Source: an optimization exercise on an open RTL-to-GDS flow (aim: small area, a short achievable clock period and few clock cycles per item). Production flows keep margins and buffers that such runs may drop.
In this exercise RTL edits were held to simulation tests only and were not proved equivalent to the original.

## rev 12
==> flow/design.v (excerpt) <==
module sha256_core (
    input  wire         clk,
    input  wire         rst,
    input  wire         in_valid,
    output wire         in_ready,
    input  wire         in_first,
    input  wire [511:0] in_block,
    output reg          out_valid,
    output wire [255:0] out_digest
);
For scale: ~5600 cells after synthesis, ~1100 flip-flops, about 770 I/O pins, about 57000 um2 of cells after synthesis.
make LEC_CHECK=0 CAP_MARGIN=20 CORE_MARGIN=2 CORE_UTILIZATION=40 SLEW_MARGIN=20 finish   # period 15.0 ns
run.sh (not shown) runs the stock make flow with config.mk's settings and CLKGATE_MAP_FILE= SYNTH_SCRIPT=/design/flow/synth_recipe.tcl, a recipe that flattens the netlist after the stock synthesis.
Rev 12 did not stop at any stage, and its layout met the timing, DRC and antenna checks.
Testbench counts of rev 12, summed over its fixed seeds: cycles 78,288, items 1,221.
Modified inputs, rev 13 compared to rev 12
==> flow/flow/run.sh (new file) <==
#!/bin/bash
set -euo pipefail
bash standard.sh SETUP_SLACK_MARGIN=10.5 > standard_flow.log 2>&1
==> flow/standard.sh (new file) <==
#!/bin/bash
# synth_recipe.tcl (not shown) runs the flow's synth.tcl, then flattens the netlist and writes it again
# the make line also repeats each setting of config.mk as NAME=value (left out here)
make -C /OpenROAD-flow-scripts/flow DESIGN_CONFIG=/design/flow/config.mk WORK_HOME=/design/flow/orfs CLKGATE_MAP_FILE= SYNTH_SCRIPT=/design/flow/synth_recipe.tcl "${@:-finish}"
removed: flow/run.sh
Results
- Comparing final critical-path required period for rev 13 and rev 12, the bigger number came from rev 12.
- [compare] base=rev 12 new=rev 13: initial antenna violation count higher.
- From rev 12 to rev 13 the numbers moved as follows: maximum frequency saw an increase, relative area of clock buffers and inverters in the final design saw a decrease.
- As far as synthesized area goes, rev 13 and rev 12 are indistinguishable; the numbers are identical.
- Rev 12 reports its start point of the critical path as e[6] while rev 13 reports a[7].

---

== v37 ==
sha256_core, a different RTL version from the one above (not shown whole).
Size in the first run: about 5600 cells after synthesis, ~1100 flip-flops, ~770 I/O pins, roughly 56000 um2 of cells after synthesis.
Settings: LEC_CHECK=0, CAP_MARGIN=20, CORE_MARGIN=2, CORE_UTILIZATION=40, CTS_CLUSTER_DIAMETER=100, CTS_CLUSTER_SIZE=24, PLACE_DENSITY=0.72, SLEW_MARGIN=20; clock period 15.0 ns.
standard.sh (not shown) runs the stock make flow with config.mk's settings and CLKGATE_MAP_FILE= SYNTH_SCRIPT=/design/flow/synth_recipe.tcl, a recipe that flattens the netlist after the stock synthesis.
==> flow/flow/run.sh <==
#!/bin/bash
# Layout flow: the standard ORFS flow (standard.sh, unchanged, with
# the standard flow's config.mk and SDC), with two settings on make's command line:
#  - the port buffers that the flow puts on every input and output are
#    sky130_fd_sc_hd__buf_1 rather than the delay buffer it picks by default.
# make's full output goes to standard_flow.log here; ORFS keeps each step's
# log under orfs/logs.
set -euo pipefail
bash standard.sh SETUP_SLACK_MARGIN=10 "BUFFER_PORTS_ARGS=-buffer_cell sky130_fd_sc_hd__buf_1" > standard_flow.log 2>&1
Testbench counts of v37, summed over its fixed seeds: cycles 78,296, items 1,221.
Edits applied to the flow inputs when going from v37 to v26:
Settings: an added TNS_END_PERCENT of 5; a deleted PLACE_DENSITY that had been 0.72.
==> run summary <==
Cmp v26 vs v37: via count lower in v26
Detailed-routing iteration count for the pre-antenna-repair pass was higher in v26 than in v37.
v26 gives more placement-stage worst setup slack than v37 did.
v26 against v37: minimum period implied by the final worst setup slack grew by 0.083 ns; cell count shrank by about 0.32%; sum of met2 wire segment lengths after detailed routing shrank by 7.1%; setup slack shrank by 0.083 ns.
In v26, the number of gates on the worst path with buffers counted came out 1 below the value in v37.
v26 ended up with kw[30]$_DFF_P_ as its endpoint of the most critical setup path; v37 ended up with r0[29]$_DFF_P_.
v26 vs v37 — total non-filler cell area in the finished layout dropped slightly
The inputs of v23 differ from those of v26 as listed below.
Settings: removing CTS_CLUSTER_DIAMETER (formerly 100); removing TNS_END_PERCENT (formerly 5); removing CTS_CLUSTER_SIZE (formerly 24).
## What came out
The standard cells in v23 occupy more silicon area than those in v26 do. Effective utilization at floorplan came out exactly the same in v26 and v23. Relative to v26, worst setup slack has increased by 0.064 ns in v23.
Input changes introduced in v34 (baseline for comparison: v23):
Settings: an added CTS_CLUSTER_DIAMETER of 100; an added CTS_CLUSTER_SIZE of 24.
Notes after the runs:
Going from v23 to v34, initial antenna violation count shrank by more than 10%. Per the comparison of v34 with v23, final design area excluding fillers went down about 4%, worst hold slack went down 0.037 ns, met3 wirelength from detailed routing went down 3.5%, cell count went down 156. v34: all stages complete, timing, DRC and antenna checks passed. For detailed-routed wire length on met2, v34 and v23 come out practically identical. Looking at sequential share of layout area, v34 sits 1.3 points above v23. Comparing v34 and v23, the lower non-clock buffer share of cell area is on v23. Compared with v23, number of gates on the worst path with buffers counted in v34 decreased by a little under 10%.
What v49 does differently from v34 at the input level:
Settings: CORE_UTILIZATION changed from 40 to 50.
Notes after the runs:
Per the final summary, v49 finished and its layout is clean on timing, DRC and antenna. In the tables for v34 and v49, global router's overall resource usage reads higher with v49. [compare] base=v34 new=v49: clock network contribution to total cell area level; total of cells resized after clock tree synthesis +13; register-to-register slack saw a decrease; required time reported for the critical path endpoint climbed 0.02 ns. Hold slack, v34 and v49, lower one = v34. The final reports for v49 and v34 show critical path arrival higher in the former.

[what the ideal ports hide]
In the flow no input, the clock included, has a driving cell. The finished layouts below were timed again as built, in two steps.
Step 1 assumes that a clkbuf_16 drives the clock port and a buf_2 every other input.
Step 2, shift: input delay + t, output delay - t, t = (earliest + latest rising clock arrival at the registers) / 2. This alone moves slack from input paths to output paths.
a / b / c = no drivers / after step 1 / after step 2; a / b = the first two.
run	shift t [ns]	slack for setup (ns)	hold slack, ns	worst register clock-pin slew, ns	worst data-port slew with drivers (ns)
rev 12	0.796	8.558 / 8.558 / 8.101	0.270 / 0.270 / 0.270	0.07 / 0.07	0.28
rev 13	0.796	10.170 / 10.170 / 9.731	0.303 / 0.303 / 0.303	0.07 / 0.07	0.22
v37	0.776	10.032 / 10.032 / 9.632	0.308 / 0.308 / 0.308	0.11 / 0.11	0.38
v26	0.754	9.950 / 9.950 / 9.764	0.268 / 0.268 / 0.268	0.11 / 0.11	0.18
v23	0.807	10.014 / 10.014 / 9.787	0.303 / 0.303 / 0.303	0.07 / 0.07	0.18
v34	0.754	10.013 / 10.013 / 9.765	0.266 / 0.266 / 0.266	0.11 / 0.11	0.17
v49	0.766	9.974 / 9.974 / 9.650	0.313 / 0.313 / 0.313	0.11 / 0.11	0.33
After both steps setup and hold are still met in every run listed. The setup slack of rev 12, which loses most, moves by 0.000 ns with the drivers and by -0.457 ns with both steps.
